Context: an optimization exercise on an open-source flow, tuned for small area. The choices shown serve that exercise and are no tape-out recipe. Function was checked by simulation only, so behaviour that the tests miss may differ from the original. No activity file was given, so power comes from the tool's default toggle rates.

==> design.v <==
module chk_channel #(
    parameter [3:0] CH = 4'd0
) (
    input  wire        clk,
    input  wire        rst,
    input  wire        sel,
    input  wire        w_cfg,
    input  wire        w_seq,
    input  wire        w_fsrc,
    input  wire        w_fcnt,
    input  wire        w_cmp,
    input  wire        w_crc,
    input  wire        w_start,      
    input  wire        w_ctl,        
    input  wire        w_res,        
    input  wire        w_cnt,        
    input  wire        w_le,         
    input  wire        w_fd,         
    input  wire        w_mmclr,      
    input  wire        mm_set,       
    input  wire        w_touch,      
    input  wire [5:0]  d_cfg,        
    input  wire [15:0] d_seq,
    input  wire [29:0] d_fsrc,
    input  wire [12:0] d_fcnt,
    input  wire [31:0] d_cmp,
    input  wire [31:0] d_crc,
    input  wire [31:0] d_res,
    input  wire [7:0]  d_alive,
    input  wire [1:0]  d_cuf,
    input  wire [1:0]  d_le,
    input  wire [3:0]  d_own,
    input  wire [6:0]  d_stamp,
    input  wire        rel_w,        
    input  wire        tick_due,     
    input  wire [6:0]  t_due,
    input  wire        jet_stop,
    input  wire [2:0]  jet_stop_id,
    input  wire        steward_stop,
    input  wire        lockout,
    output wire [5:0]  q_cfg,
    output wire [5:0]  q_act,
    output wire [15:0] q_seq,
    output wire [29:0] q_fsrc,
    output wire [12:0] q_fcnt,
    output wire [31:0] q_cmp,
    output wire [31:0] q_crc,
    output wire [31:0] q_res,
    output wire [7:0]  q_alive,
    output wire [1:0]  q_cuf,
    output wire [1:0]  q_le,
    output wire        q_fd,
    output wire        q_mm,
    output wire [3:0]  q_own
);
    localparam PRIV = (CH < 4);
    localparam [3:0] IDLE = 4'b0001;
    reg        cfg_cmp_en, cfg_swap;
    reg [1:0]  cfg_poly;
    reg        cfg_x0;
    reg        act_cmp_en, act_swap;
    reg [1:0]  act_poly;
    reg        act_x0;
    reg [15:0] seq;
    reg [29:0] fsrc;
    reg [12:0] fcnt;
    reg [31:0] cmp, crc, res;
    reg [7:0]  alive;
    reg [1:0]  cuf;
    reg [1:0]  last_end;
    reg        feed_st, mm_flag;
    reg [3:0]  own;
    reg [6:0]  stamp;
    wire [1:0] cfg_x, act_x;
    wire       rel_q  = (own != IDLE) && (lockout ||
                                  (jet_stop && own == {1'b1, jet_stop_id}) ||
                                  (steward_stop && own == 4'b0100) ||
                                  (tick_due && !(sel && w_touch) && stamp == t_due));
    wire       rel    = (sel && w_ctl) ? rel_w : rel_q;
    always @(posedge clk) begin
        if (rst || (sel && w_cfg)) begin
            cfg_cmp_en <= d_cfg[5];
            cfg_swap   <= d_cfg[4];
            cfg_poly   <= d_cfg[3:2];
            cfg_x0     <= d_cfg[0];
        end
        if (sel && w_start) begin
            act_cmp_en <= cfg_cmp_en;
            act_swap   <= cfg_swap;
            act_poly   <= cfg_poly;
            act_x0     <= cfg_x0;
        end
        if (rst || (sel && w_fsrc)) fsrc <= d_fsrc;
        if (rst || (sel && w_fcnt)) fcnt <= d_fcnt;
        if (rst || (sel && w_cmp))  cmp  <= d_cmp;
        if (sel && w_crc)           crc  <= d_crc;
        if (rst || (sel && w_res))  res  <= d_res;
        if (rst || (sel && w_mmclr) || mm_set)
            mm_flag <= !rst && !(sel && w_mmclr);
        if (rst || (sel && w_fd))   feed_st <= !rst;
        if (rst || rel || (sel && w_le))
            last_end <= rst ? 2'd0 : rel ? 2'd3 : d_le;
        if (rst || rel || (sel && w_ctl))
            own <= (rst || rel) ? IDLE : d_own;
        if (sel && w_touch) stamp <= d_stamp;
    end
    generate
        if (PRIV) begin : g_seq
            always @(posedge clk)
                if (rst || (sel && w_seq)) seq <= d_seq;
            assign cfg_x   = {1'b0, cfg_x0};
            assign act_x   = {1'b0, act_x0};
            assign q_seq   = seq;
            assign q_alive = 8'h00;
            assign q_cuf   = 2'd0;
        end else begin : g_alive
            reg cfg_x1, act_x1;
            always @(posedge clk) begin
                if (rst || (sel && w_cfg)) cfg_x1 <= d_cfg[1];
                if (sel && w_start)        act_x1 <= cfg_x1;
                if (rst || (sel && w_cnt)) begin
                    alive <= d_alive;
                    cuf   <= d_cuf;
                end
            end
            assign cfg_x   = {cfg_x1, cfg_x0};
            assign act_x   = {act_x1, act_x0};
            assign q_seq   = 16'h0000;
            assign q_alive = alive;
            assign q_cuf   = cuf;
        end
    endgenerate
    assign q_cfg  = {cfg_cmp_en, cfg_swap, cfg_poly, cfg_x};
    assign q_act  = {act_cmp_en, act_swap, act_poly, act_x};
    assign q_fsrc = fsrc;
    assign q_fcnt = fcnt;
    assign q_cmp  = cmp;
    assign q_crc  = crc;
    assign q_res  = res;
    assign q_le   = last_end;
    assign q_fd   = feed_st;
    assign q_mm   = mm_flag;
    assign q_own  = own;
endmodule
module chk_crc (
    input  wire [1:0]  poly,
    input  wire [31:0] x,
    input  wire [31:0] d,
    input  wire        one,
    input  wire        none,
    output wire [31:0] y
);
    wire [15:0] t0, m0, s0;
    wire [31:0] t1, m1, s1;
    wire [31:0] t2, m2, s2;
    wire [7:0]  t3, m3, s3;
    wire a0 = x[15] ^ d[23];
    wire a1 = x[14] ^ d[22];
    wire a2 = x[0] ^ d[24];
    wire a3 = x[7] ^ d[31];
    wire a4 = x[1] ^ d[25];
    wire a5 = x[2] ^ d[26];
    wire a6 = x[3] ^ d[27];
    wire a7 = x[5] ^ d[29];
    wire a8 = x[6] ^ d[30];
    wire a9 = x[4] ^ d[28];
    wire a10 = x[12] ^ d[20];
    wire a11 = x[13] ^ d[21];
    wire a12 = x[17] ^ d[9];
    wire a13 = x[9] ^ d[17];
    wire a14 = x[18] ^ d[10];
    wire a15 = x[11] ^ d[19];
    wire a16 = x[8] ^ d[16];
    wire a17 = x[10] ^ d[18];
    wire a18 = x[22] ^ d[14];
    wire a19 = x[20] ^ d[12];
    wire a20 = x[21] ^ d[13];
    wire a21 = x[23] ^ d[15];
    wire a22 = x[19] ^ d[11];
    wire a23 = x[16] ^ d[8];
    wire a24 = a0 ^ a16;
    wire a25 = a1 ^ a8;
    wire a26 = a12 ^ a18;
    wire a27 = a5 ^ a14;
    wire a28 = a2 ^ a4;
    wire a29 = a9 ^ a10;
    wire a30 = a7 ^ a11;
    wire a31 = a3 ^ a21;
    wire a32 = a6 ^ a22;
    wire a33 = a19 ^ a20;
    wire a34 = a15 ^ a17;
    wire a35 = a13 ^ a23;
    wire a36 = a13 ^ a28;
    wire a37 = a17 ^ a26;
    wire a38 = a2 ^ a24;
    wire a39 = a19 ^ a23;
    wire a40 = a25 ^ a30;
    wire a41 = a11 ^ a27;
    wire a42 = a5 ^ a6;
    wire a43 = a29 ^ a30;
    wire a44 = a25 ^ a31;
    wire a45 = a0 ^ a22;
    wire a46 = a4 ^ a10;
    wire a47 = a0 ^ a20;
    wire a48 = d[8] ^ d[12];
    wire a49 = a13 ^ a17;
    wire a50 = a9 ^ a33;
    wire a51 = a21 ^ a32;
    wire a52 = a1 ^ a15;
    wire a53 = a1 ^ a14;
    wire a54 = a24 ^ a29;
    wire a55 = a3 ^ a24;
    wire a56 = a3 ^ a25;
    wire a57 = a7 ^ a27;
    wire a58 = a2 ^ a12;
    wire a59 = a4 ^ a9;
    wire a60 = a8 ^ a21;
    wire a61 = a7 ^ a33;
    wire a62 = d[22] ^ d[9];
    wire a63 = a26 ^ a32;
    wire a64 = d[10] ^ d[14];
    wire a65 = a6 ^ a15;
    wire a66 = a23 ^ a33;
    wire a67 = a35 ^ a47;
    wire a68 = d[11] ^ d[15];
    wire a69 = a22 ^ a41;
    wire a70 = a4 ^ a5;
    wire a71 = a45 ^ a60;
    wire a72 = d[30] ^ a48;
    wire a73 = d[13] ^ d[14];
    wire a74 = a39 ^ a55;
    wire a75 = a18 ^ a20;
    wire a76 = a14 ^ a31;
    wire a77 = d[20] ^ d[21];
    wire a78 = a29 ^ a65;
    wire a79 = a35 ^ a50;
    wire a80 = d[18] ^ a48;
    wire a81 = a26 ^ a34;
    wire a82 = a14 ^ a40;
    wire a83 = a12 ^ a31;
    wire a84 = a5 ^ a28;
    wire a85 = a8 ^ a35;
    wire a86 = d[23] ^ d[11];
    wire a87 = a15 ^ a19;
    wire a88 = a18 ^ a27;
    wire a89 = a16 ^ a20;
    wire a90 = a11 ^ a28;
    wire a91 = x[14] ^ a72;
    wire a92 = x[15] ^ d[31];
    wire a93 = a16 ^ a36;
    wire a94 = d[12] ^ a3;
    wire a95 = a34 ^ a42;
    wire a96 = a1 ^ a3;
    wire a97 = a9 ^ a51;
    wire a98 = a49 ^ a70;
    wire a99 = x[30] ^ a8;
    wire a100 = d[16] ^ d[10];
    wire a101 = a50 ^ a88;
    wire a102 = a15 ^ a61;
    wire a103 = a78 ^ a91;
    wire a104 = a39 ^ a41;
    wire a105 = a34 ^ a71;
    wire a106 = a2 ^ a7;
    wire a107 = a4 ^ a37;
    wire a108 = a33 ^ a38;
    wire a109 = a37 ^ a53;
    wire a110 = a4 ^ a12;
    wire a111 = a32 ^ a108;
    wire a112 = a7 ^ a77;
    wire a113 = a10 ^ a18;
    wire a114 = a10 ^ a34;
    wire a115 = d[13] ^ a93;
    wire a116 = a63 ^ a67;
    wire a117 = a34 ^ a96;
    wire a118 = a23 ^ a44;
    wire a119 = a32 ^ a74;
    wire a120 = d[17] ^ a86;
    wire a121 = a57 ^ a81;
    wire a122 = a6 ^ a9;
    wire a123 = a10 ^ a15;
    wire a124 = a56 ^ a68;
    wire a125 = d[13] ^ a2;
    wire a126 = a62 ^ a73;
    wire a127 = a37 ^ a44;
    wire a128 = a24 ^ a31;
    wire a129 = a43 ^ a92;
    wire a130 = a17 ^ a69;
    wire a131 = a49 ^ a83;
    wire a132 = a40 ^ a64;
    wire a133 = a28 ^ a30;
    wire a134 = a36 ^ a55;
    wire a135 = a11 ^ a52;
    wire a136 = a37 ^ a104;
    wire a137 = a13 ^ a29;
    wire a138 = d[22] ^ a94;
    wire a139 = a13 ^ a87;
    wire a140 = a23 ^ a59;
    wire a141 = a5 ^ a11;
    wire a142 = a3 ^ a79;
    wire a143 = a44 ^ a46;
    wire a144 = a7 ^ a36;
    wire a145 = a15 ^ a45;
    wire a146 = d[17] ^ d[9];
    assign t0[0] = ((d[16] ^ x[0]) ^ a103);
    assign t0[1] = (((d[13] ^ a146) ^ x[1]) ^ a129);
    assign t0[2] = ((d[18] ^ x[2]) ^ a132);
    assign t0[3] = ((a0 ^ (d[19] ^ x[3])) ^ a124);
    assign t0[4] = (a38 ^ ((d[20] ^ x[4]) ^ a94));
    assign t0[5] = (a115 ^ ((d[21] ^ x[5]) ^ a103));
    assign t0[6] = (a129 ^ ((a126 ^ x[6]) ^ a98));
    assign t0[7] = (a132 ^ (((d[23] ^ d[15]) ^ x[7]) ^ a95));
    assign t0[8] = (a124 ^ (a38 ^ a78));
    assign t0[9] = (a134 ^ (d[12] ^ a43));
    assign t0[10] = (a98 ^ (((d[24] ^ d[13]) ^ x[8]) ^ a40));
    assign t0[11] = (a95 ^ ((a0 ^ ((d[25] ^ d[14]) ^ x[9])) ^ a56));
    assign t0[12] = (a38 ^ (((d[26] ^ d[15]) ^ x[10]) ^ (a3 ^ a91)));
    assign t0[13] = ((a92 ^ ((d[27] ^ d[9]) ^ x[11])) ^ a115);
    assign t0[14] = (((d[28] ^ a64) ^ x[12]) ^ a98);
    assign t0[15] = (((d[29] ^ a68) ^ x[13]) ^ a95);
    assign t1[0] = (((a12 ^ a14) ^ (a46 ^ (x[24] ^ a8))) ^ a119);
    assign t1[1] = (a142 ^ ((a58 ^ (x[25] ^ a16)) ^ a69));
    assign t1[2] = ((a61 ^ (x[26] ^ a32)) ^ (a93 ^ a109));
    assign t1[3] = ((x[27] ^ a36) ^ (a101 ^ a105));
    assign t1[4] = (a121 ^ (a38 ^ (a60 ^ (x[28] ^ a20))));
    assign t1[5] = ((a26 ^ (x[29] ^ a21)) ^ (a38 ^ a139));
    assign t1[6] = (a111 ^ (a99 ^ a131));
    assign t1[7] = (((x[31] ^ a8) ^ a63) ^ (a137 ^ (a34 ^ a47)));
    assign t1[8] = ((a39 ^ a43) ^ (a76 ^ (a18 ^ a34)));
    assign t1[9] = ((a66 ^ a76) ^ (a133 ^ (a52 ^ (a0 ^ a6))));
    assign t1[10] = ((a6 ^ a96) ^ a101);
    assign t1[11] = (a97 ^ (a75 ^ (a7 ^ a24)));
    assign t1[12] = ((a54 ^ a63) ^ (a76 ^ a144));
    assign t1[13] = (a131 ^ (a43 ^ (a0 ^ a42)));
    assign t1[14] = ((a110 ^ a43) ^ (a117 ^ (a19 ^ a45)));
    assign t1[15] = ((a38 ^ a40) ^ (a66 ^ (a27 ^ a123)));
    assign t1[16] = ((a10 ^ a56) ^ (a90 ^ a116));
    assign t1[17] = ((a128 ^ (a1 ^ a59)) ^ a136);
    assign t1[18] = (a143 ^ ((a5 ^ a13) ^ a102));
    assign t1[19] = (a107 ^ (a66 ^ a69));
    assign t1[20] = ((a33 ^ a52) ^ (a51 ^ (a26 ^ a27)));
    assign t1[21] = ((a31 ^ a89) ^ (a140 ^ (a8 ^ a26)));
    assign t1[22] = ((a84 ^ a85) ^ ((a19 ^ a113) ^ ((a0 ^ a7) ^ a51)));
    assign t1[23] = (((a20 ^ a21) ^ a54) ^ a130);
    assign t1[24] = (a134 ^ ((a26 ^ a123) ^ a82));
    assign t1[25] = (a130 ^ ((a24 ^ a35) ^ a143));
    assign t1[26] = ((a25 ^ a36) ^ (a41 ^ a114));
    assign t1[27] = ((a46 ^ a141) ^ (a117 ^ (a0 ^ a32)));
    assign t1[28] = ((a39 ^ a42) ^ (a54 ^ a135));
    assign t1[29] = ((a58 ^ (a1 ^ a6)) ^ (a43 ^ a67));
    assign t1[30] = ((a0 ^ a37) ^ (a140 ^ a82));
    assign t1[31] = ((a58 ^ a57) ^ (a145 ^ a118));
    assign t2[0] = (a38 ^ (a53 ^ (x[24] ^ a10)));
    assign t2[1] = ((x[25] ^ a35) ^ (a45 ^ a90));
    assign t2[2] = ((a39 ^ (x[26] ^ a1)) ^ ((a12 ^ a17) ^ a84));
    assign t2[3] = ((a47 ^ a65) ^ (a110 ^ (x[27] ^ a27)));
    assign t2[4] = ((a32 ^ (x[28] ^ a2)) ^ (a88 ^ (a23 ^ a29)));
    assign t2[5] = (a97 ^ (a133 ^ (a19 ^ (x[29] ^ a12))));
    assign t2[6] = ((a70 ^ a99) ^ (a54 ^ a61));
    assign t2[7] = ((a75 ^ (x[31] ^ a3)) ^ (a85 ^ (a30 ^ a42)));
    assign t2[8] = ((a16 ^ a122) ^ a127);
    assign t2[9] = ((a31 ^ a52) ^ (a106 ^ a137));
    assign t2[10] = ((a4 ^ a17) ^ a82);
    assign t2[11] = (a145 ^ ((a2 ^ a5) ^ a56));
    assign t2[12] = ((a6 ^ a46) ^ a74);
    assign t2[13] = ((a58 ^ a89) ^ (a141 ^ (a9 ^ a35)));
    assign t2[14] = (a144 ^ (a6 ^ a109));
    assign t2[15] = ((a27 ^ a59) ^ a105);
    assign t2[16] = ((a52 ^ a57) ^ a119);
    assign t2[17] = ((a85 ^ (a12 ^ a29)) ^ a111);
    assign t2[18] = (a142 ^ ((a14 ^ a30) ^ a107));
    assign t2[19] = (a121 ^ ((a21 ^ a22) ^ (a25 ^ a89)));
    assign t2[20] = ((a32 ^ (a16 ^ a18)) ^ (a44 ^ a139));
    assign t2[21] = ((a31 ^ a49) ^ (a53 ^ a50));
    assign t2[22] = ((a75 ^ a106) ^ (a114 ^ (a22 ^ a53)));
    assign t2[23] = ((a87 ^ a113) ^ (a71 ^ a90));
    assign t2[24] = ((a28 ^ a41) ^ (a66 ^ a128));
    assign t2[25] = ((a27 ^ a46) ^ a116);
    assign t2[26] = (a97 ^ a136);
    assign t2[27] = ((a12 ^ a51) ^ (a54 ^ a102));
    assign t2[28] = (a79 ^ (a40 ^ (a18 ^ a24)));
    assign t2[29] = (a127 ^ (a7 ^ a67));
    assign t2[30] = (a118 ^ (a10 ^ a81));
    assign t2[31] = (a83 ^ a135);
    assign t3[0] = ((a80 ^ (a73 ^ (d[21] ^ d[23]))) ^ a28);
    assign t3[1] = (((d[19] ^ d[15]) ^ a126) ^ a84);
    assign t3[2] = (a125 ^ (((d[15] ^ a77) ^ (a100 ^ a80)) ^ a42));
    assign t3[3] = (a122 ^ (((a62 ^ (d[16] ^ d[19])) ^ (a80 ^ a120)) ^ a2));
    assign t3[4] = (a112 ^ (((d[19] ^ d[8]) ^ (a64 ^ a146)) ^ a9));
    assign t3[5] = (a112 ^ (((d[18] ^ d[10]) ^ (a62 ^ a68)) ^ a8));
    assign t3[6] = ((((d[19] ^ d[21]) ^ (a86 ^ a100)) ^ a8) ^ a138);
    assign t3[7] = (a138 ^ ((d[20] ^ a120) ^ a125));
    wire b0_0 = m0[13] ^ d[5];
    wire b0_1 = m0[15] ^ d[7];
    wire b0_2 = m0[12] ^ d[4];
    wire b0_3 = m0[14] ^ d[6];
    wire b0_4 = d[2] ^ b0_3;
    wire b0_5 = d[1] ^ b0_0;
    wire b0_6 = m0[9] ^ b0_5;
    wire b0_7 = m0[11] ^ d[3];
    wire b0_8 = m0[8] ^ d[0];
    wire b0_9 = b0_2 ^ b0_8;
    wire b0_10 = m0[10] ^ b0_4;
    wire b0_11 = b0_1 ^ b0_7;
    assign s0[0] = b0_9;
    assign s0[1] = b0_6;
    assign s0[2] = b0_10;
    assign s0[3] = b0_11;
    assign s0[4] = b0_2;
    assign s0[5] = (b0_0 ^ b0_9);
    assign s0[6] = (b0_3 ^ b0_6);
    assign s0[7] = (b0_1 ^ b0_10);
    assign s0[8] = (m0[0] ^ b0_11);
    assign s0[9] = (m0[1] ^ b0_2);
    assign s0[10] = (m0[2] ^ b0_0);
    assign s0[11] = (m0[3] ^ b0_3);
    assign s0[12] = (b0_9 ^ (m0[4] ^ b0_1));
    assign s0[13] = (m0[5] ^ b0_6);
    assign s0[14] = (m0[6] ^ b0_10);
    assign s0[15] = (m0[7] ^ b0_11);
    wire b1_0 = m1[2] ^ d[2];
    wire b1_1 = m1[1] ^ d[1];
    wire b1_2 = m1[6] ^ d[6];
    wire b1_3 = m1[7] ^ d[7];
    wire b1_4 = m1[5] ^ d[5];
    wire b1_5 = m1[4] ^ d[4];
    wire b1_6 = m1[3] ^ d[3];
    wire b1_7 = m1[0] ^ d[0];
    wire b1_8 = b1_1 ^ b1_2;
    wire b1_9 = b1_0 ^ b1_5;
    wire b1_10 = b1_4 ^ b1_6;
    wire b1_11 = b1_3 ^ b1_7;
    wire b1_12 = b1_8 ^ b1_10;
    wire b1_13 = b1_0 ^ b1_8;
    wire b1_14 = b1_3 ^ b1_10;
    wire b1_15 = b1_1 ^ b1_7;
    wire b1_16 = b1_4 ^ b1_9;
    wire b1_17 = b1_6 ^ b1_11;
    wire b1_18 = b1_3 ^ b1_5;
    wire b1_19 = b1_8 ^ b1_11;
    wire b1_20 = b1_9 ^ b1_15;
    wire b1_21 = b1_1 ^ b1_5;
    assign s1[0] = ((m1[8] ^ b1_6) ^ b1_20);
    assign s1[1] = (b1_20 ^ (m1[9] ^ b1_10));
    assign s1[2] = (b1_12 ^ (m1[10] ^ b1_9));
    assign s1[3] = (b1_14 ^ (b1_9 ^ (m1[11] ^ b1_2)));
    assign s1[4] = (b1_13 ^ (b1_4 ^ (m1[12] ^ b1_3)));
    assign s1[5] = (b1_18 ^ (m1[13] ^ b1_8));
    assign s1[6] = (b1_14 ^ (m1[14] ^ b1_21));
    assign s1[7] = (m1[15] ^ b1_12);
    assign s1[8] = ((m1[16] ^ b1_2) ^ (b1_9 ^ b1_11));
    assign s1[9] = (b1_16 ^ (m1[17] ^ b1_11));
    assign s1[10] = ((m1[18] ^ b1_2) ^ b1_16);
    assign s1[11] = ((m1[19] ^ b1_2) ^ b1_14);
    assign s1[12] = (b1_13 ^ (b1_6 ^ (m1[20] ^ b1_3)));
    assign s1[13] = (b1_3 ^ (m1[21] ^ b1_1));
    assign s1[14] = (b1_21 ^ (m1[22] ^ b1_6));
    assign s1[15] = ((m1[23] ^ b1_7) ^ b1_16);
    assign s1[16] = ((m1[24] ^ b1_7) ^ b1_12);
    assign s1[17] = (b1_19 ^ (m1[25] ^ b1_9));
    assign s1[18] = (b1_18 ^ (m1[26] ^ b1_4));
    assign s1[19] = (b1_12 ^ (b1_9 ^ (m1[27] ^ b1_7)));
    assign s1[20] = (b1_12 ^ (b1_9 ^ (m1[28] ^ b1_3)));
    assign s1[21] = ((m1[29] ^ b1_4) ^ b1_19);
    assign s1[22] = (b1_17 ^ (b1_5 ^ (m1[30] ^ b1_2)));
    assign s1[23] = ((m1[31] ^ b1_0) ^ b1_14);
    assign s1[24] = b1_13;
    assign s1[25] = (b1_0 ^ b1_17);
    assign s1[26] = b1_0;
    assign s1[27] = b1_6;
    assign s1[28] = (b1_5 ^ b1_7);
    assign s1[29] = (b1_4 ^ b1_15);
    assign s1[30] = (b1_7 ^ b1_13);
    assign s1[31] = ((b1_0 ^ b1_1) ^ b1_17);
    wire b2_0 = m2[0] ^ d[0];
    wire b2_1 = m2[1] ^ d[1];
    wire b2_2 = m2[4] ^ d[4];
    wire b2_3 = m2[7] ^ d[7];
    wire b2_4 = m2[2] ^ d[2];
    wire b2_5 = m2[5] ^ d[5];
    wire b2_6 = m2[3] ^ d[3];
    wire b2_7 = m2[6] ^ d[6];
    wire b2_8 = b2_1 ^ b2_3;
    wire b2_9 = b2_0 ^ b2_5;
    wire b2_10 = b2_4 ^ b2_6;
    wire b2_11 = b2_7 ^ b2_9;
    wire b2_12 = b2_2 ^ b2_6;
    wire b2_13 = b2_0 ^ b2_2;
    wire b2_14 = b2_7 ^ b2_8;
    wire b2_15 = b2_1 ^ b2_4;
    wire b2_16 = b2_3 ^ b2_12;
    wire b2_17 = b2_3 ^ b2_4;
    wire b2_18 = b2_2 ^ b2_17;
    wire b2_19 = b2_10 ^ b2_13;
    wire b2_20 = b2_1 ^ b2_9;
    wire b2_21 = b2_8 ^ b2_12;
    wire b2_22 = b2_7 ^ b2_10;
    assign s2[0] = (m2[8] ^ b2_4);
    assign s2[1] = (b2_6 ^ (m2[9] ^ b2_0));
    assign s2[2] = (b2_13 ^ (m2[10] ^ b2_1));
    assign s2[3] = (b2_15 ^ (m2[11] ^ b2_5));
    assign s2[4] = ((m2[12] ^ b2_0) ^ b2_22);
    assign s2[5] = (m2[13] ^ b2_21);
    assign s2[6] = (b2_5 ^ (m2[14] ^ b2_2));
    assign s2[7] = (m2[15] ^ b2_11);
    assign s2[8] = (m2[16] ^ b2_14);
    assign s2[9] = (m2[17] ^ b2_3);
    assign s2[10] = (m2[18] ^ b2_4);
    assign s2[11] = (m2[19] ^ b2_6);
    assign s2[12] = (m2[20] ^ b2_13);
    assign s2[13] = (m2[21] ^ b2_20);
    assign s2[14] = (b2_15 ^ (m2[22] ^ b2_7));
    assign s2[15] = (b2_10 ^ (m2[23] ^ b2_3));
    assign s2[16] = (m2[24] ^ b2_19);
    assign s2[17] = (b2_20 ^ (m2[25] ^ b2_12));
    assign s2[18] = (b2_11 ^ (b2_15 ^ (m2[26] ^ b2_2)));
    assign s2[19] = (b2_14 ^ (b2_10 ^ (m2[27] ^ b2_5)));
    assign s2[20] = ((m2[28] ^ b2_7) ^ b2_16);
    assign s2[21] = ((m2[29] ^ b2_5) ^ b2_18);
    assign s2[22] = ((m2[30] ^ b2_5) ^ b2_22);
    assign s2[23] = ((m2[31] ^ b2_7) ^ b2_16);
    assign s2[24] = (b2_9 ^ b2_18);
    assign s2[25] = (b2_11 ^ (b2_1 ^ b2_10));
    assign s2[26] = (b2_14 ^ b2_19);
    assign s2[27] = (b2_5 ^ b2_21);
    assign s2[28] = (b2_2 ^ b2_11);
    assign s2[29] = (b2_8 ^ b2_11);
    assign s2[30] = (b2_0 ^ b2_14);
    assign s2[31] = b2_8;
    wire b3_0 = m3[4] ^ d[4];
    wire b3_1 = m3[2] ^ d[2];
    wire b3_2 = m3[5] ^ d[5];
    wire b3_3 = m3[3] ^ d[3];
    wire b3_4 = m3[0] ^ d[0];
    wire b3_5 = m3[1] ^ d[1];
    wire b3_6 = m3[6] ^ d[6];
    wire b3_7 = b3_0 ^ b3_4;
    wire b3_8 = m3[7] ^ d[7];
    wire b3_9 = b3_1 ^ b3_8;
    wire b3_10 = b3_0 ^ b3_3;
    wire b3_11 = b3_5 ^ b3_6;
    wire b3_12 = b3_2 ^ b3_7;
    wire b3_13 = b3_3 ^ b3_5;
    assign s3[0] = (b3_6 ^ b3_12);
    assign s3[1] = (b3_11 ^ (b3_2 ^ b3_8));
    assign s3[2] = (b3_9 ^ b3_12);
    assign s3[3] = (b3_7 ^ b3_13);
    assign s3[4] = (b3_11 ^ (b3_1 ^ b3_4));
    assign s3[5] = (b3_9 ^ b3_13);
    assign s3[6] = (b3_1 ^ b3_10);
    assign s3[7] = (b3_2 ^ b3_10);
    assign m0 = one ? x[15:0] : t0;
    assign m1 = one ? x : t1;
    assign m2 = one ? x : t2;
    assign m3 = one ? x[7:0] : t3;
    reg [31:0] ys;
    always @(*) begin
        case (poly)
            2'd0:    ys = {16'h0000, s0};
            2'd1:    ys = s1;
            2'd2:    ys = s2;
            default: ys = {24'h000000, s3};
        endcase
    end
    assign y = none ? x : ys;
endmodule
module chk_unit (
    input  wire        clk,
    input  wire        rst,
    input  wire        req_valid,
    input  wire        req_write,
    input  wire [6:0]  req_addr,
    input  wire [31:0] req_wdata,
    input  wire [2:0]  req_src,
    input  wire [2:0]  req_jet,
    output reg         rsp_valid,
    output reg         rsp_denied,
    output reg  [31:0] rsp_rdata,
    input  wire [7:0]  fold_addr,
    input  wire        tick_ms,
    input  wire        jet_stop,
    input  wire [2:0]  jet_stop_id,
    input  wire        steward_stop,
    input  wire        lockout,
    output wire        mismatch_evt,
    output reg  [2:0]  mismatch_ch
);
    localparam [3:0] R_CFG  = 4'd0, R_SEQ  = 4'd1, R_FSRC = 4'd2, R_FCNT = 4'd3,
                     R_CTL  = 4'd4, R_DATA = 4'd5, R_BYTE = 4'd6, R_RES  = 4'd7,
                     R_CMP  = 4'd8, R_STAT = 4'd9;
    localparam [3:0] IDLE = 4'b0001;
    wire [2:0]  c  = req_addr[6:4];
    wire [3:0]  r  = req_addr[3:0];
    wire [31:0] wd = req_wdata;
    wire        priv = !c[2];
    wire [3:0]  id = (req_src == 3'd1) ? {1'b1, req_jet} : {1'b0, req_src};
    localparam NB = 32 + 32 + 32 + 30 + 13 + 16 + 6 + 6 + 8 + 2 + 4 + 2 + 1 + 1;
    wire [NB-1:0] q_all [0:7];
    wire [7:0]    oh_c = 8'd1 << c;
    reg [NB-1:0] s_all;
    integer n;
    always @(*) begin
        s_all = {NB{1'b0}};
        for (n = 0; n < 8; n = n + 1)
            s_all = s_all | (q_all[n] & {NB{oh_c[n]}});
    end
    wire [31:0] crc_c, res_c, cmp_c;
    wire [29:0] fsrc_c;
    wire [12:0] fcnt_c;
    wire [15:0] seq_c;
    wire [5:0]  cfg_c, act_c;
    wire [7:0]  alive_c;
    wire [1:0]  cuf_c, le_c;
    wire [3:0]  own_c;
    wire        mm_c, fd_c;
    assign {crc_c, res_c, cmp_c, fsrc_c, fcnt_c, seq_c, cfg_c, act_c,
            alive_c, cuf_c, own_c, le_c, mm_c, fd_c} = s_all;
    wire active_c = (own_c != IDLE);
    wire owner_c  = (own_c == id);
    wire prot     = (r <= R_BYTE) || (r == R_CMP);
    wire denied   = (priv && req_src == 3'd1) || (active_c && !owner_c && prot);
    wire ok       = req_valid && req_write && !denied;
    wire is_ctl = (r == R_CTL);
    wire b_start  = wd[31], b_feed = wd[30], b_finish = wd[29], b_abort = wd[28];
    wire start    = is_ctl && b_start;
    wire act1     = b_start || active_c;
    wire fin      = is_ctl && act1 && !b_abort && !b_feed && b_finish;
    wire feed     = is_ctl && act1 && !b_abort && b_feed;
    wire ends     = is_ctl && act1 && (b_abort || (!b_feed && b_finish));
    wire [5:0] cf      = start ? cfg_c : act_c;
    wire       cmp_en  = cf[5];
    wire [1:0] poly    = cf[3:2];
    wire [1:0] cnt_w   = cf[1:0];
    wire       seq_inc = fin && priv && cf[0];
    wire       cnt     = fin && !priv && (cnt_w != 2'd0);
    wire       cnt4    = (cnt_w == 2'd1);
    reg [31:0] x0;
    always @(*) begin
        if (start) begin
            case ({priv, poly})
                3'b000: x0 = 32'h0000_FFFF;
                3'b011: x0 = 32'h0000_00FF;
                3'b100: x0 = 32'h0000_1E0C;
                3'b101: x0 = 32'hA942_E6BC;
                3'b110: x0 = 32'hF095_8FD9;
                3'b111: x0 = 32'h0000_007E;
                default: x0 = 32'hFFFF_FFFF;
            endcase
        end else begin
            x0 = crc_c;
        end
    end
    wire [7:0]  cbyte = cnt4 ? {4'h0, alive_c[3:0]} : alive_c;
    wire [31:0] dsw   = {wd[7:0], wd[15:8], wd[23:16], wd[31:24]};
    wire        swap  = act_c[4];
    wire [31:0] edata = is_ctl ? (priv ? {8'h00, fold_addr, seq_c} : {24'h0, cbyte})
                               : ((r == R_DATA && swap) ? dsw : wd);
    wire        one   = (r == R_BYTE) || (is_ctl && !priv);
    wire        none  = is_ctl && !(priv && start) && !cnt;
    wire [31:0] y;
    chk_crc u_crc (.poly(poly), .x(x0), .d(edata), .one(one), .none(none), .y(y));
    reg [31:0] fin_v, mask;
    always @(*) begin
        case (poly)
            2'd0:    begin fin_v = {16'h0000, y[15:0]};       mask = 32'h0000_FFFF; end
            2'd3:    begin fin_v = {24'h000000, ~y[7:0]};      mask = 32'h0000_00FF; end
            default: begin fin_v = ~y;                         mask = 32'hFFFF_FFFF; end
        endcase
    end
    wire [31:0] diff = fin_v ^ cmp_c;
    reg  [7:0]  mm_part;
    reg         mm_pend;
    integer k;
    always @(posedge clk) begin
        for (k = 0; k < 8; k = k + 1)
            mm_part[k] <= mask[4*k] && (|diff[4*k +: 4]);
        mm_pend <= !rst && ok && fin && cmp_en;
    end
    assign mismatch_evt = mm_pend && (mm_part != 8'h00);
    wire [7:0] mm_set = {8{mismatch_evt}} & (8'd1 << mismatch_ch);
    wire [3:0] own_s = start ? id : own_c;
    wire [3:0] d_own = (b_abort || (!b_feed && b_finish)) ? IDLE : own_s;
    wire       rel_w = (d_own != IDLE) && (lockout ||
                                           (jet_stop && d_own == {1'b1, jet_stop_id}) ||
                                           (steward_stop && d_own == 4'b0100));
    reg  [6:0] tcnt;
    wire [6:0] tnext = tcnt + {6'd0, tick_ms};
    wire [6:0] t_due = tcnt - 7'd99;
    wire [5:0]  d_cfg   = rst ? 6'b000100
                              : {wd[16], wd[4], wd[1:0], priv ? {1'b0, wd[12]} : wd[9:8]};
    wire [15:0] d_seq   = rst ? 16'h0 : (r == R_SEQ) ? wd[15:0] : seq_c + 16'd1;
    wire [29:0] d_fsrc  = rst ? 30'h0 : {wd[31:30], wd[27:0]};
    wire [12:0] d_fcnt  = rst ? 13'h0 : wd[12:0];
    wire [31:0] d_cmp   = rst ? 32'h0 : wd;
    wire [31:0] d_res   = rst ? 32'h0 : fin_v;
    wire [7:0]  d_alive = rst ? 8'h0 : cnt4 ? {4'h0, alive_c[3:0] + 4'd1} : alive_c + 8'd1;
    wire [1:0]  d_cuf   = rst ? 2'd0 : {1'b1, cnt4};
    wire [1:0]  d_le    = b_abort ? 2'd2 : 2'd1;
    wire w_cfg   = (r == R_CFG);
    wire w_seq   = (r == R_SEQ) || seq_inc;
    wire w_fsrc  = (r == R_FSRC);
    wire w_fcnt  = (r == R_FCNT);
    wire w_cmp   = (r == R_CMP);
    wire w_crc   = (r == R_CTL) || (r == R_DATA) || (r == R_BYTE);
    wire w_mmclr = (r == R_STAT) && wd[23];
    wire w_touch = owner_c || start;
    genvar g;
    generate
        for (g = 0; g < 8; g = g + 1) begin : chan
            wire [5:0]  q_cfg, q_act;
            wire [15:0] q_seq;
            wire [29:0] q_fsrc;
            wire [12:0] q_fcnt;
            wire [31:0] q_cmp, q_crc, q_res;
            wire [7:0]  q_alive;
            wire [1:0]  q_cuf, q_le;
            wire        q_fd, q_mm;
            wire [3:0]  q_own;
            chk_channel #(.CH(g)) u_ch (
                .clk(clk), .rst(rst),
                .sel(ok && oh_c[g]),
                .w_cfg(w_cfg), .w_seq(w_seq), .w_fsrc(w_fsrc), .w_fcnt(w_fcnt),
                .w_cmp(w_cmp), .w_crc(w_crc), .w_start(start), .w_ctl(is_ctl),
                .w_res(fin), .w_cnt(cnt), .w_le(ends), .w_fd(feed), .w_mmclr(w_mmclr), .mm_set(mm_set[g]),
                .w_touch(w_touch),
                .d_cfg(d_cfg), .d_seq(d_seq), .d_fsrc(d_fsrc), .d_fcnt(d_fcnt),
                .d_cmp(d_cmp), .d_crc(y), .d_res(d_res), .d_alive(d_alive),
                .d_cuf(d_cuf), .d_le(d_le), .d_own(d_own),
                .d_stamp(tnext),
                .rel_w(rel_w), .tick_due(tick_ms), .t_due(t_due),
                .jet_stop(jet_stop), .jet_stop_id(jet_stop_id),
                .steward_stop(steward_stop), .lockout(lockout),
                .q_cfg(q_cfg), .q_act(q_act), .q_seq(q_seq),
                .q_fsrc(q_fsrc), .q_fcnt(q_fcnt), .q_cmp(q_cmp),
                .q_crc(q_crc), .q_res(q_res), .q_alive(q_alive),
                .q_cuf(q_cuf), .q_le(q_le), .q_fd(q_fd), .q_mm(q_mm),
                .q_own(q_own)
            );
            assign q_all[g] = {q_crc, q_res, q_cmp, q_fsrc, q_fcnt, q_seq, q_cfg, q_act,
                               q_alive, q_cuf, q_own, q_le, q_mm, q_fd};
        end
    endgenerate
    wire [7:0] cnt_used = !cuf_c[1] ? 8'h00
                        : cuf_c[0] ? {4'h0, alive_c[3:0] - 4'd1} : alive_c - 8'd1;
    wire [2:0] owner    = !active_c ? 3'd0 : own_c[3] ? 3'd1 : own_c[2:0];
    wire [2:0] ojet     = own_c[3] ? own_c[2:0] : 3'd0;
    reg [31:0] rdata;
    always @(*) begin
        case (r)
            R_CFG:  rdata = {15'h0, cfg_c[5], 3'h0, priv & cfg_c[0], 2'h0,
                             priv ? 2'b00 : cfg_c[1:0], 3'h0, cfg_c[4], 2'h0, cfg_c[3:2]};
            R_SEQ:  rdata = {16'h0000, seq_c};
            R_FSRC: rdata = {fsrc_c[29:28], 2'b00, fsrc_c[27:0]};
            R_FCNT: rdata = {19'h0, fcnt_c};
            R_RES:  rdata = res_c;
            R_CMP:  rdata = cmp_c;
            R_STAT: rdata = {active_c ? 2'd1 : 2'd0, owner, ojet, mm_c | mm_set[c],
                             1'b0, le_c, 1'b0, 1'b0, fd_c, 1'b0, cnt_used, 8'h00};
            default: rdata = 32'h0;
        endcase
    end
    always @(posedge clk) begin
        if (rst) begin
            rsp_valid    <= 1'b0;
            tcnt         <= 7'd0;
        end else begin
            rsp_valid    <= req_valid;
            tcnt         <= tnext;
        end
        rsp_denied  <= req_write && denied;
        rsp_rdata   <= rdata;
        mismatch_ch <= c;
    end
endmodule
==> flow/run.sh <==
#!/bin/bash
# Own layout flow.
# 1. The standard synthesis (standard.sh synth).
# 2. The same synthesis again with an area-oriented ABC mapping script
#    (area_synth.tcl, abc_area_map.script, bias_lib.py); its netlist replaces
#    the standard one only if it holds exactly the same registers (names and
#    cell types).
# 3. The standard ORFS layout steps, with clock tree and port buffer
#    settings of our own.
# Each tool's output goes to a log of its own in this folder.
set -euo pipefail
W=$(pwd)
R=$W/orfs/results/$FLOW_PLATFORM/chk_unit/base
A=$W/orfs_area/results/$FLOW_PLATFORM/chk_unit/base

bash standard.sh synth > 1_standard_synth.log 2>&1
cp $R/1_2_yosys.v $W/standard_synth.v

python3 flow/bias_lib.py $FLOW_HOME/platforms/$FLOW_PLATFORM/lib/sky130_fd_sc_hd__tt_025C_1v80.lib \
  $W/abc_bias.lib 3.0 > 2_bias_lib.log 2>&1
if bash standard.sh WORK_HOME=$W/orfs_area SYNTH_SCRIPT=$W/flow/area_synth.tcl synth \
     > 2_area_synth.log 2>&1 \
   && python3 flow/regs_match.py $W/standard_synth.v $A/1_2_yosys.v > 2_regs_match.log 2>&1; then
  cp $A/1_2_yosys.v $R/1_2_yosys.v
  touch $R/1_2_yosys.v
fi

bash standard.sh \
  "CTS_ARGS=-sink_clustering_enable -repair_clock_nets -sink_clustering_size 16 -sink_clustering_max_diameter 60 -buf_list sky130_fd_sc_hd__clkbuf_8 -dont_use_dummy_load" \
  "BUFFER_PORTS_ARGS=-buffer_cell sky130_fd_sc_hd__buf_1" \
  finish > 3_layout.log 2>&1
==> flow/abc_area_map.script <==
strash
dc2
dch -f
amap
==> flow/area_synth.tcl <==
set ::area_dir [file dirname [file normalize [info script]]]
set ::area_abc_script [file join $::area_dir abc_area_map.script]
# the library ABC maps with (written by run.sh with bias_lib.py)
set ::area_abc_lib [file join [file dirname $::area_dir] abc_bias.lib]
proc synth {args} { yosys synth -nofsm -noshare {*}$args }
proc abc {args} {
  set i [lsearch -exact $args -script]
  if {$i >= 0} {
    set args [lreplace $args [expr {$i + 1}] [expr {$i + 1}] $::area_abc_script]
  }
  set l [lsearch -exact $args -liberty]
  if {$l >= 0 && [file exists $::area_abc_lib]} {
    set args [lreplace $args [expr {$l + 1}] [expr {$l + 1}] $::area_abc_lib]
  }
  set j [lsearch -exact $args -D]
  if {$j >= 0} {
    set args [lreplace $args $j [expr {$j + 1}]]
  }
  yosys abc {*}$args
}
# no half or full adder cells: ABC maps that logic together with the rest
proc extract_fa {args} {}
source $::env(SCRIPTS_DIR)/synth.tcl
# left out here: clear keep_hierarchy, flatten, clean up, hide names made inside functions, write 1_2_yosys.v
==> flow/bias_lib.py <==
#!/usr/bin/env python3
"""Writes a copy of a liberty file in which the two-input XOR and XNOR cells
are given a smaller area. Used only to steer ABC's area mapping towards
those cells (which are faster than the NAND/OAI structures it would
otherwise build an XOR from); every later step reads the real library.
Usage: bias_lib.py IN.lib OUT.lib AREA"""
import re, sys

src, dst, area = sys.argv[1], sys.argv[2], sys.argv[3]
text = open(src).read()
for cell in ("sky130_fd_sc_hd__xor2_1", "sky130_fd_sc_hd__xnor2_1"):
    start = text.index('cell ("%s")' % cell)
    at = text.index("area", start)
    end = text.index(";", at)
    text = text[:at] + "area : " + area + text[end:]
open(dst, "w").write(text)
==> flow/regs_match.py <==
#!/usr/bin/env python3
"""Checks that two netlists hold the same registers: the same instance names,
each of the same cell type. Usage: regs_match.py STANDARD.v OTHER.v"""
import re, sys

def regs(path):
    text = open(path).read()
    out = {}
    for m in re.finditer(r'^\s*(sky130_fd_sc_hd__\w+)\s+(\\\S+|\w+)\s*\(', text, re.M):
        cell, name = m.group(1), m.group(2)
        if re.search(r'__(e|s|se)?df|__dl', cell):
            out[name] = cell
    return out

a, b = regs(sys.argv[1]), regs(sys.argv[2])
if a != b:
    print("registers differ: %d vs %d, %d names only in the first, %d only in the second, %d of another type"
          % (len(a), len(b), len(set(a) - set(b)), len(set(b) - set(a)),
             sum(1 for k in set(a) & set(b) if a[k] != b[k])))
    sys.exit(1)
print("registers match: %d" % len(a))
==> standard.sh <==
#!/bin/bash
# synth_recipe.tcl (not shown) runs the flow's synth.tcl, then flattens the netlist and writes it again
# the make line also repeats each setting of config.mk as NAME=value (left out here)
make -C /OpenROAD-flow-scripts/flow DESIGN_CONFIG=/design/flow/config.mk WORK_HOME=/design/flow/orfs CLKGATE_MAP_FILE= SYNTH_SCRIPT=/design/flow/synth_recipe.tcl "${@:-finish}"
==> config.mk <==
export PLATFORM = sky130hd
export DESIGN_NAME = chk_unit
export DESIGN_NICKNAME = chk_unit
export VERILOG_FILES = /design/flow/design.v
export SDC_FILE = /design/flow/constraint.sdc
export NUM_CORES = 8
export LEC_CHECK = 0
export CAP_MARGIN = 10
export CORE_MARGIN = 2
export CORE_UTILIZATION = 60
export SLEW_MARGIN = 10
==> constraint.sdc <==
create_clock -name core_clock -period 13.0 [get_ports {clk}]
set_input_delay 2.6000 -clock core_clock [delete_from_list [all_inputs] [get_ports {clk}]]
set_output_delay 2.6000 -clock core_clock [all_outputs]
set_load 0.01 [all_outputs]
==> impl_metrics.ini, run 1 <==
[placed_design]
hpwl_um = 144000
dp_slack_ns = 0.325
port_buffers = 101
place.gp.congestion = 1.05

[timing]
worst_slew_pin_slew_ns = 1.28
clock.fmax_mhz = 82.4
min_period_ns = 12.14
setup-violations-final = 0
period_share_pct = 93.4
finalHoldViolCount = 0
fin_skew_ns = 0.149
setup_slack_ns = 0.864
slew-limit-headroom_pct = 13.7
rsz0062_at_grt = no
hold-worst-slack_ns = 0.384
finalMaxSlewViolations = 0
setup_tns_ns = 0

[cts]
clk_pin_slew_ns = 0.11
clock_latency_ns = 0.87
holdBufCountCts = 0
cts_tree = done
htree_levels = 3
root_buffer = clkbuf_8
cts.sinks = 1477
post-cts-setup-buffers = 0
cts_buffers = 109
clockBufferDepth = 3
ctsResizeCount = 0

[hold_path]
min-delay-path-class = register to register
worst_hold_startpoint = chan[2].u_ch.cfg_poly[0]$_DFFE_PP_

[routing]
routedWlPerCell_um = 35.1
via_count = 43100
drc_errors = 0
drt-initial-drc-count = 8223
avgViaCountPerCell = 7.06
dr.pass1.iters = 9
wirelength_um = 214000
postRouteAntennaNets = 0

[floorplanning]
rows = 118
ioPinCount = 102
fp.coreArea_um2 = 104000
die_w_um = 328
initial_core_util_pct = 60.7
dieArea_um2 = 108000
die_y_um = 328

[global_routing]
grt_overflow = 0
grt_pass1_wl_um = 301000
track_usage_pct = 39.5
grt_max_degree = 94
antenna_found_initial = 16
grt_pass1_vias = 40500

[worst_setup_path]
setup.worst_path.end_class = register
startpoint_type = input pin
slowest_delay_ns = 0.72
worst_path_most_repeated_cell = xor2_1
cp_max_fo = 41
critPathRequiredTime_ns = 13.70
startpoint = req_addr[6]
arrival_ns = 12.83
reg2reg_slack_ns = 3.28
slowest_stage = xor2_1
rr_startpoint = chan[4].u_ch.cfg_poly[1]$_DFFE_PP_
crit_type = input pin to register

[finish]
drive_above_1_share_pct = 8.67
syn_to_final_growth_pct = 9.46
nets = 4785

[synth]
synthCells = 4272
syn_area_per_cell_um2 = 14.8
netlist_area_um2 = 63100
ys.warnings.count = 10
synthesis.nets = 4336

[run]
drv_cap = 0

[outcome]
status = no timing/DRC/antenna violations

[power]
ir_worst_vdd_uv = 437
finalPower_w = 0.0188
p_per_area_nw_per_um2 = 273
power_leakage_nw = 22.3
==> flip-flops by register name, indices dropped and copies added, names as in the netlist, 16 cells and up <==
name and cells:
chan.u_ch.act_poly 16, chan.u_ch.alive 32, chan.u_ch.cfg_poly 16, chan.u_ch.cmp 256
chan.u_ch.crc 256, chan.u_ch.fcnt 104, chan.u_ch.fsrc 240, chan.u_ch.last_end 16
chan.u_ch.own 32, chan.u_ch.res 256, chan.u_ch.seq 64, chan.u_ch.stamp 56
rsp_rdata 32
==> worst max-delay path, delay by kind of cell <==
family                 cells  cell delay [ns]
XOR/XNOR                   9             3.22
AO/OA/AOI/OAI              9             3.11
buffers and inverters     10             2.82
AND/OR/NAND/NOR            5             1.05
==> through the flow <==
stage | instance area [um2] | instances | util [%]
global route | 69100 | 6106 | 66.4
floorplan | 63200 | 4272 | -
global placement | 67500 | 5989 | 65.0
CTS | 69000 | 6098 | 66.4
detailed placement | 67500 | 5989 | 65.0
finish | 69100 | 6111 | 66.5
==> layout make-up <==
class	instances	area, um2
flip-flops and latches	1477	43800
fillers	7531	34900
diodes	12	30.0
well taps	1380	1730
clock buffers	109	1500
multi-input cells	2576	18900
inverters	219	826
repair buffers	338	2230
==> cell usage in the layout (no fill, tap or decap), drive strengths merged, types with 11 or more instances in the layout <==
master   count
nor2b       72
nor2       227
edfxtp    1424
o21ai      193
o22ai       70
o211ai      11
a41oi       26
o21a        15
clkinv     215
buf        336
and3        20
xnor2      258
o22a        19
a211oi      14
a2111oi     15
or2         42
nand2      219
a31oi       47
nor3        25
and4        13
o32ai       15
nor4        36
a222oi     255
o221ai      26
diode       12
dfxtp       53
or4         14
a21oi       52
xor2       493
or3         23
nand3       43
clkbuf     111
a221oi      77
a22o        43
a22oi      128
o31ai       13
a32oi       12
==> path summary, 6_finish.rpt <==
kind / end / cells after the start
setup / recovery: mm_part[2]$_DFF_P_ / 33
hold reg to reg: chan[2].u_ch.act_poly[0]$_DFFE_PP_ / 0
setup reg to reg: mm_part[2]$_DFF_P_ / 34
hold / removal: chan[2].u_ch.act_poly[0]$_DFFE_PP_ / 0
==> report_power, final <==
part	switching (W)	total, W	internal [W]	leakage (nW)
combinational	0.00669	0.00965	0.00296	7.33
clock	0.00137	0.00212	0.000745	0.784
sequential	0.000177	0.00707	0.00689	14.2
==> metal layers <==
layer | up-vias | global-route usage (%) | wire length (um) | share of wire (%)
met2 | 3378 | 58.1 | 94300 | 44
met4 | 10 | 18.9 | 12000 | 5.6
li1 | 17900 | - | - | -
met1 | 21200 | 55.4 | 78200 | 36
met3 | 550 | 10.3 | 29800 | 14
met5 | - | 0 | 59 | 0.028
==> inputs of run 2 (changes only) <==
--- a/flow/run.sh
+++ b/flow/run.sh
@@ -18,5 +18,5 @@
 
 python3 flow/bias_lib.py $FLOW_HOME/platforms/$FLOW_PLATFORM/lib/sky130_fd_sc_hd__tt_025C_1v80.lib \
-  $W/abc_bias.lib 3.0 > 2_bias_lib.log 2>&1
+  $W/abc_bias.lib 5.0 > 2_bias_lib.log 2>&1
 if bash standard.sh WORK_HOME=$W/orfs_area SYNTH_SCRIPT=$W/flow/area_synth.tcl synth \
      > 2_area_synth.log 2>&1 \
==> impl_metrics.ini, run 2 <==
[outcome]
status = no timing/DRC/antenna violations

[floorplanning]
die_y_um = 328
ioPinCount = 102
rows = 118
fp.coreArea_um2 = 104000
dieArea_um2 = 108000
die_w_um = 328
initial_core_util_pct = 60.7

[timing]
setup-violations-final = 0
finalMaxSlewViolations = 0
fin_skew_ns = 0.190
slew-limit-headroom_pct = 5.86
min_period_ns = 12.15
rsz0062_at_grt = no
period_share_pct = 93.4
worst_slew_pin_slew_ns = 1.40
setup_tns_ns = 0
finalHoldViolCount = 0
clock.fmax_mhz = 82.3

[hold_path]
hold_depth = 0
min-delay-path-class = register to register
min_to = chan[5].u_ch.act_swap$_DFFE_PP_
worst_hold_startpoint = chan[5].u_ch.cfg_swap$_DFFE_PP_

[worst_setup_path]
slowest_delay_ns = 0.83
setup.worst_path.end_class = register
slowest_stage = a32oi_1
arrival_ns = 12.65
crit_type = input pin to register
critPathRequiredTime_ns = 13.50
reg2reg_slack_ns = 3.19
rr_startpoint = chan[6].u_ch.act_swap$_DFFE_PP_
r2r-end = chan[6].u_ch.res[6]$_DFFE_PP_
cp_max_fo = 10
worst_path_most_repeated_cell = clkinv_1
reg2reg_depth = 25
startpoint_type = input pin

[placed_design]
hpwl_um = 145000
place.gp.congestion = 1.02
port_buffers = 101

[cts]
clk_pin_slew_ns = 0.09
clock_latency_ns = 0.86
cts_buffers = 111
cts.sinks = 1477
cts_tree = done
htree_levels = 3
holdBufCountCts = 0
clockBufferDepth = 3
post-cts-setup-buffers = 0
ctsResizeCount = 0
root_buffer = clkbuf_8

[global_routing]
grt_overflow = 0
grt_max_degree = 91
grt_pass1_wl_um = 302000
grt_pass1_vias = 40200
track_usage_pct = 39.9
antenna_found_initial = 14

[routing]
dr.pass1.iters = 10
avgViaCountPerCell = 7.09
routedWlPerCell_um = 35.5
drc_errors = 0
wirelength_um = 217000
via_count = 43300
drt-initial-drc-count = 8680
postRouteAntennaNets = 0

[synth]
syn_area_per_cell_um2 = 14.7
ys.warnings.count = 10
synthCells = 4284
synthesis.nets = 4348
netlist_area_um2 = 63100

[power]
ir_worst_vdd_uv = 295
p_per_area_nw_per_um2 = 276
finalPower_w = 0.0191
power_leakage_nw = 22.3

[finish]
syn_to_final_growth_pct = 9.35
final_cell_mix = edfxtp_1 (1,424), xor2_1 (493), a222oi_1 (256)
layout_commonest_cell = edfxtp_1
drive_above_1_share_pct = 8.41
multi_input_area_um2 = 19000
reg_top3 = chan.u_ch.cmp (256), chan.u_ch.crc (256), chan.u_ch.res (256)
seq_area_um2 = 43800
nets = 4784
fillers = 7572

[run]
drv_cap = 0
## run 2: worst max-delay path by stage
| stage | from | depth (start not counted) | to | slack, ns |
|---|---|---|---|---|
| after floorplan | req_addr[6] | 33 | mm_part[0]$_DFF_P_ | 0.05 |
| after global placement | req_addr[4] | 29 | chan[4].u_ch.res[6]$_DFFE_PP_ | 0.42 |
| after detailed placement | req_addr[2] | 35 | chan[4].u_ch.res[6]$_DFFE_PP_ | 0.41 |
| after CTS | req_addr[2] | 35 | chan[2].u_ch.res[6]$_DFFE_PP_ | 1.22 |
| after global routing | req_addr[2] | 35 | chan[4].u_ch.res[6]$_DFFE_PP_ | 0.22 |
| final | req_addr[2] | 35 | chan[6].u_ch.res[6]$_DFFE_PP_ | 0.85 |
## run 2: critical path, delay by kind of cell
family / cells / cell delay (ns)
compound gates: 7 / 2.65
simple gates: 8 / 2.02
xor+xnor: 9 / 3.30
buf+inv: 11 / 2.06
## run 2: area by class of cell
type,instances,area share [%]
flip-flops and latches,1477,63.5
clock buffers,111,2.21
repair buffers,323,3.10
inverters,221,1.21
multi-input cells,2586,27.5
well taps,1380,2.50
diodes,6,0.0218
## run 2: layer usage
layer	vias up	track usage [%]	part of all wire [%]	wire length, um
met2	3318	58.8	44	95100
met4	8	16.3	4.8	10400
met3	517	10.1	14	30200
met1	21500	57.0	37	81000
li1	17900	-	-	-
met5	-	0	0.023	49
## run 2: report_power, final
part	total (W)	internal [W]	leakage, nW	switching (W)
Combinational	0.00991	0.00300	7.34	0.00691
Sequential	0.00701	0.00684	14.2	0.000170
Clock	0.00216	0.000758	0.798	0.00140
## run 2: stage by stage
step / utilization (%) / worst slack [ns] / hold slack, ns / instances / area (um2)
final: 66.4 / 0.854 / 0.382 / 6104 / 69000
after detailed placement: 64.9 / 0.408 / 0.432 / 5987 / 67500
after CTS: 66.4 / 1.22 / 0.388 / 6098 / 69000
after global placement: 64.9 / 0.418 / 0.422 / 5986 / 67500
after floorplan: - / 0.0453 / 0.418 / 4284 / 63200
after global routing: 66.4 / 0.224 / 0.386 / 6100 / 69000
==> inputs of run 3 (changes only) <==
--- a/flow/run.sh
+++ b/flow/run.sh
@@ -29,3 +29,5 @@
   "CTS_ARGS=-sink_clustering_enable -repair_clock_nets -sink_clustering_size 16 -sink_clustering_max_diameter 60 -buf_list sky130_fd_sc_hd__clkbuf_8 -dont_use_dummy_load" \
   "BUFFER_PORTS_ARGS=-buffer_cell sky130_fd_sc_hd__buf_1" \
+  "RECOVER_POWER=100" \
+  "POST_GLOBAL_ROUTE_TCL=$W/flow/post_grt.tcl" \
   finish > 3_layout.log 2>&1
==> flow/post_grt.tcl (new file) <==
# Hook run at the end of the global route step (POST_GLOBAL_ROUTE_TCL):
# the power recovery before it downsizes cells wherever slack allows, which
# can leave slew or capacitance above the library limits; repair those, as
# the step itself does before its timing repair, and repair timing again.
log_cmd estimate_parasitics -global_routing
repair_design_helper
log_cmd global_route -start_incremental
log_cmd detailed_placement
log_cmd global_route -end_incremental
log_cmd estimate_parasitics -global_routing
repair_timing_helper
log_cmd global_route -start_incremental
log_cmd detailed_placement
log_cmd global_route -end_incremental
--- a/config.mk
+++ b/config.mk
@@ -6,6 +6,6 @@
 export NUM_CORES = 8
 export LEC_CHECK = 0
-export CAP_MARGIN = 10
+export CAP_MARGIN = 20
 export CORE_MARGIN = 2
 export CORE_UTILIZATION = 60
-export SLEW_MARGIN = 10
+export SLEW_MARGIN = 20
==> impl_metrics.ini, run 3 <==
[timing]
setup_slack_ns = 0.796
period_share_pct = 93.9
setup_tns_ns = 0
setup-violations-final = 0
min_period_ns = 12.20
hold-worst-slack_ns = 0.377
finalMaxSlewViolations = 0
clock.fmax_mhz = 81.9
finalHoldViolCount = 0
worst_slew_pin_slew_ns = 1.27
slew-limit-headroom_pct = 15.4
fin_skew_ns = 0.191

[cts]
post-cts-setup-buffers = 0
root_buffer = clkbuf_8
cts_tree = done
holdBufCountCts = 0
cts.sinks = 1477
clockBufferDepth = 3
ctsResizeCount = 0
cts_buffers = 113
clock_latency_ns = 0.86
htree_levels = 3
clk_pin_slew_ns = 0.09

[synth]
syn_area_per_cell_um2 = 14.7
netlist_area_um2 = 63100
synthCells = 4284
ys.warnings.count = 10
synthesis.nets = 4348

[global_routing]
grt_max_degree = 91
track_usage_pct = 39.9
grt_overflow = 0
grt_pass1_vias = 40300
antenna_found_initial = 14
grt_pass1_wl_um = 303000

[placed_design]
port_buffers = 101
hpwl_um = 145000
dp_slack_ns = 0.460
place.gp.congestion = 1.02

[finish]
final_cell_mix = edfxtp_1 (1,424), xor2_1 (492), a222oi_1 (256)
reg_top3 = chan.u_ch.cmp (256), chan.u_ch.crc (256), chan.u_ch.res (256)
syn_to_final_growth_pct = 9.99
drive_above_1_share_pct = 8.23
final_util_pct = 66.8
nets = 4818
layout_commonest_cell = edfxtp_1

[power]
p_per_area_nw_per_um2 = 274
seqPwrFrac_pct = 37.0
combPwrFrac_pct = 51.7
clkPwrFrac_pct = 11.4
p_int_w = 0.0105
switchingPower_w = 0.00850
ir_worst_vdd_uv = 306
switching_share_pct = 44.7
power_leakage_nw = 22.5

[worst_setup_path]
setup.worst_path.end_class = register
startpoint_type = input pin
r2r-end = chan[4].u_ch.res[6]$_DFFE_PP_
reg2reg_depth = 25
slowest_delay_ns = 0.81
cp_max_fo = 10
arrival_ns = 12.63
rr_startpoint = chan[6].u_ch.act_swap$_DFFE_PP_
slowest_stage = o22ai_1
reg2reg_slack_ns = 3.15
critPathRequiredTime_ns = 13.43
worst_path_most_repeated_cell = clkinv_1
crit_type = input pin to register

[floorplanning]
dieArea_um2 = 108000
rows = 118
ioPinCount = 102
initial_core_util_pct = 60.7
die_y_um = 328
die_w_um = 328
fp.coreArea_um2 = 104000

[routing]
drc_errors = 0
routedWlPerCell_um = 35.3
via_count = 43500
postRouteAntennaNets = 0
avgViaCountPerCell = 7.08
drt-initial-drc-count = 7928
wirelength_um = 217000
dr.pass1.iters = 9

[hold_path]
min_to = chan[7].u_ch.act_poly[0]$_DFFE_PP_
hold_depth = 0
worst_hold_startpoint = chan[7].u_ch.cfg_poly[0]$_DFFE_PP_
min-delay-path-class = register to register

[run]
drv_cap = 0

[outcome]
status = no timing/DRC/antenna violations
-- run 3: cell type report --
type / count / area, um2
Sequential cell: 1477 / 43800
Inverter: 221 / 835
Tap cell: 1380 / 1730
Multi-Input combinational cell: 2586 / 18900
Fill cell: 7618 / 34500
Timing Repair Buffer: 355 / 2510
Antenna cell: 7 / 17.5
Clock buffer: 113 / 1560
-- run 3: critical path: cells and delay by family --
kind	cells	cell delay, ns
AOI/OAI and AO/OA	9	3.10
buffers and inverters	12	2.82
xor gates and xnor gates	8	2.33
and+or+nand+nor	8	1.75
-- run 3: how the worst max path moves through the flow --
stage                     start                             end  slack, ns  cells past startpoint
finish              req_addr[2]  chan[4].u_ch.res[15]$_DFFE_PP_       0.80                     37
CTS                 req_addr[2]   chan[4].u_ch.res[6]$_DFFE_PP_       1.24                     35
detailed placement  req_addr[2]   chan[4].u_ch.res[6]$_DFFE_PP_       0.46                     35
global placement    req_addr[4]   chan[4].u_ch.res[6]$_DFFE_PP_       0.42                     29
floorplan           req_addr[6]              mm_part[0]$_DFF_P_       0.05                     33
-- run 3: power groups by stage --
stage	Combinational, W	Clock, W	Sequential (W)
after detailed placement	0.00954	0	0.00712
after CTS	0.00956	0.00216	0.00701
final	0.00982	0.00217	0.00703
after floorplan	0.00590	0	0.00707
after global placement	0.00959	0	0.00709
-- run 3: through the flow --
step | cells | instance area, um2 | total power (W)
2_1_floorplan | 4284 | 63200 | 0.0130
3_3_place_gp | 5986 | 67500 | 0.0167
3_5_place_dp | 5987 | 67500 | 0.0167
4_1_cts | 6100 | 69000 | 0.0187
6_report | 6139 | 69400 | 0.0190
-- run 3: metal layers --
layer  wire, um  global-route usage [%]  vias up
met5         49                       0        -
met3      31000                    9.90      482
met2      94200                    58.1     3510
li1           -                       -    18000
met4      10600                    16.5        8
met1      81100                    57.9    21500
==> inputs of run 4 (changes only) <==
--- a/flow/run.sh
+++ b/flow/run.sh
@@ -27,7 +27,6 @@
 
 bash standard.sh \
-  "CTS_ARGS=-sink_clustering_enable -repair_clock_nets -sink_clustering_size 16 -sink_clustering_max_diameter 60 -buf_list sky130_fd_sc_hd__clkbuf_8 -dont_use_dummy_load" \
+  "CTS_ARGS=-sink_clustering_enable -repair_clock_nets -sink_clustering_size 10 -sink_clustering_max_diameter 40 -buf_list sky130_fd_sc_hd__clkbuf_4 -dont_use_dummy_load" \
   "BUFFER_PORTS_ARGS=-buffer_cell sky130_fd_sc_hd__buf_1" \
-  "RECOVER_POWER=100" \
-  "POST_GLOBAL_ROUTE_TCL=$W/flow/post_grt.tcl" \
+  "GLOBAL_PLACEMENT_ARGS=-keep_resize_below_overflow 0.5" \
   finish > 3_layout.log 2>&1
--- a/config.mk
+++ b/config.mk
@@ -6,6 +6,6 @@
 export NUM_CORES = 8
 export LEC_CHECK = 0
-export CAP_MARGIN = 20
+export CAP_MARGIN = 10
 export CORE_MARGIN = 2
 export CORE_UTILIZATION = 60
-export SLEW_MARGIN = 20
+export SLEW_MARGIN = 10
removed: flow/post_grt.tcl
==> impl_metrics.ini, run 4 <==
[timing]
setup-violations-final = 0
fin_skew_ns = 0.173
setup_slack_ns = 2.23
rsz0062_at_grt = no
setup_tns_ns = 0
finalMaxSlewViolations = 0
finalHoldViolCount = 0
min_period_ns = 10.77
hold-worst-slack_ns = 0.412
clock.fmax_mhz = 92.8
slew-limit-headroom_pct = 12.3
worst_slew_pin_slew_ns = 1.32
period_share_pct = 82.9

[routing]
drt-initial-drc-count = 8363
avgViaCountPerCell = 6.88
wirelength_um = 225000
via_count = 46000
drc_errors = 0
dr.pass1.iters = 9
routedWlPerCell_um = 33.7
postRouteAntennaNets = 0

[outcome]
status = no timing/DRC/antenna violations

[floorplanning]
rows = 118
dieArea_um2 = 108000
die_w_um = 328
initial_core_util_pct = 60.7
fp.coreArea_um2 = 104000
die_y_um = 328
ioPinCount = 102

[power]
ir_worst_vdd_uv = 387
finalPower_w = 0.0217
power_leakage_nw = 24.8
p_per_area_nw_per_um2 = 298

[hold_path]
min-delay-path-class = register to register

[global_routing]
grt_max_degree = 97
grt_pass1_vias = 42800
grt_pass1_wl_um = 315000
grt_overflow = 0
track_usage_pct = 41.6
antenna_found_initial = 21

[worst_setup_path]
slowest_delay_ns = 1.11
cp_max_fo = 72
crit_chain = buf_1 -> nand2_1 -> nor2_4 -> buf_12 -> clkinv_1 -> nor2_1 -> a2111oi_2 -> buf_2 -> nor3_1 -> nor2_1 -> nor2_1 -> nor4_1 -> buf_4 -> o211ai_1 -> nand2_1 -> nor2_1 -> clkinv_1 -> nand2_1 -> a31o_1 -> o21ai_0 -> a21oi_1 -> buf_4 -> nor2_1 -> buf_4
startpoint_type = input pin
critPathRequiredTime_ns = 13.90
setup.worst_path.end_class = register
arrival_ns = 11.67
slowest_stage = clkinv_1
crit_type = input pin to register
reg2reg_slack_ns = 5.20
worst_path_most_repeated_cell = nor2_1

[synth]
ys.warnings.count = 10
synthCells = 4284
netlist_area_um2 = 63100
syn_area_per_cell_um2 = 14.7
synthesis.nets = 4348

[finish]
seq_area_um2 = 43800
drive_above_1_share_pct = 18.8
fillers = 7295
reg_top3 = chan.u_ch.cmp (256), chan.u_ch.crc (256), chan.u_ch.res (256)
multi_input_area_um2 = 19000
syn_to_final_growth_pct = 15.3
layout_commonest_cell = edfxtp_1
final_cell_area_um2 = 72800
final_cell_mix = edfxtp_1 (1,424), buf_4 (711), xor2_1 (493)
nets = 5354

[placed_design]
port_buffers = 101
place_area_um2 = 71400
dp_slack_ns = 1.59
hpwl_um = 155000
place.gp.congestion = 1.00

[cts]
root_buffer = clkbuf_4
cts_buffers = 178
ctsResizeCount = 0
clk_pin_slew_ns = 0.10
holdBufCountCts = 0
clockBufferDepth = 3
cts.sinks = 1477
clock_latency_ns = 1.21
htree_levels = 4
post-cts-setup-buffers = 0
cts_tree = done

[run]
drv_cap = 0
[run 4: worst max-delay path, delay by kind of cell]
family | cells | cell delay (ns)
AOI/OAI and AO/OA | 5 | 1.49
buffers and inverters | 8 | 3.55
and+or+nand+nor | 11 | 3.95
[run 4: stage by stage]
stage / utilization, % / std cells
final: 70.0 / 6685
after global routing: 70.0 / 6672
after CTS: 70.0 / 6668
after detailed placement: 68.7 / 6490
after global placement: 68.7 / 6489
after floorplan: - / 4284
[run 4: power breakdown]
part	internal, W	total (W)	switching [W]
sequential	0.00682	0.00700	0.000175
combinational	0.00542	0.0126	0.00720
clock	0.000627	0.00204	0.00142
total	0.0129	0.0217	0.00879
[run 4: worst paths after layout]
kind	end	depth (start not counted)	start
setup / recovery	chan[5].u_ch.res[12]$_DFFE_PP_	24	req_addr[4]
hold / removal	chan[4].u_ch.act_cmp_en$_DFFE_PP_	0	chan[4].u_ch.cfg_cmp_en$_DFFE_PP_
setup reg to reg	mm_part[0]$_DFF_P_	30	chan[1].u_ch.act_poly[1]$_DFFE_PP_
hold reg to reg	chan[4].u_ch.act_cmp_en$_DFFE_PP_	0	chan[4].u_ch.cfg_cmp_en$_DFFE_PP_
[run 4: per-layer routing]
layer / track usage, % / vias to the layer above / routed length, um
li1: - / 19100 / -
met1: 58.9 / 22300 / 82100
met2: 60.1 / 3889 / 96900
met3: 11.6 / 658 / 33200
met4: 19.8 / 18 / 12700
met5: 0.266 / - / 159
[run 4: layout make-up]
class                           count  share of cell area (%)
Multi-Input combinational cell   2586                    26.2
Antenna cell                       17                  0.0584
Timing Repair Buffer              826                    8.22
Clock buffer                      178                    1.84
Tap cell                         1380                    2.37
Inverter                          221                    1.14
Sequential cell                  1477                    60.2

re-timing with driven ports:
The flow's constraints put no driver on any port. The routed layouts listed below were extracted and timed again, unchanged, in two steps.
Step 1: set_driving_cell puts a clkbuf_16 on clk and a buf_2 on each other input, an assumption about the parent block.
Step 2, shift: input delay + t, output delay - t, t = (earliest + latest rising clock arrival at the registers) / 2. This alone moves slack from input paths to output paths.
Three values: ideal, step 1, step 2; two values: the first two.
run	shift t [ns]	slack for setup (ns)	worst setup path after step 2
run 1	0.875	0.864 / 0.907 / 0.032	input to register
run 2	0.837	0.854 / 0.892 / 0.056	input to register
run 3	0.836	0.796 / 0.842 / 0.006	input to register
run 4	1.207	2.228 / 2.279 / 1.072	input to register
After both steps every run listed still meets setup and hold. The setup slack of run 4, which loses most, moves by +0.051 ns with the drivers and by -1.156 ns with both steps.
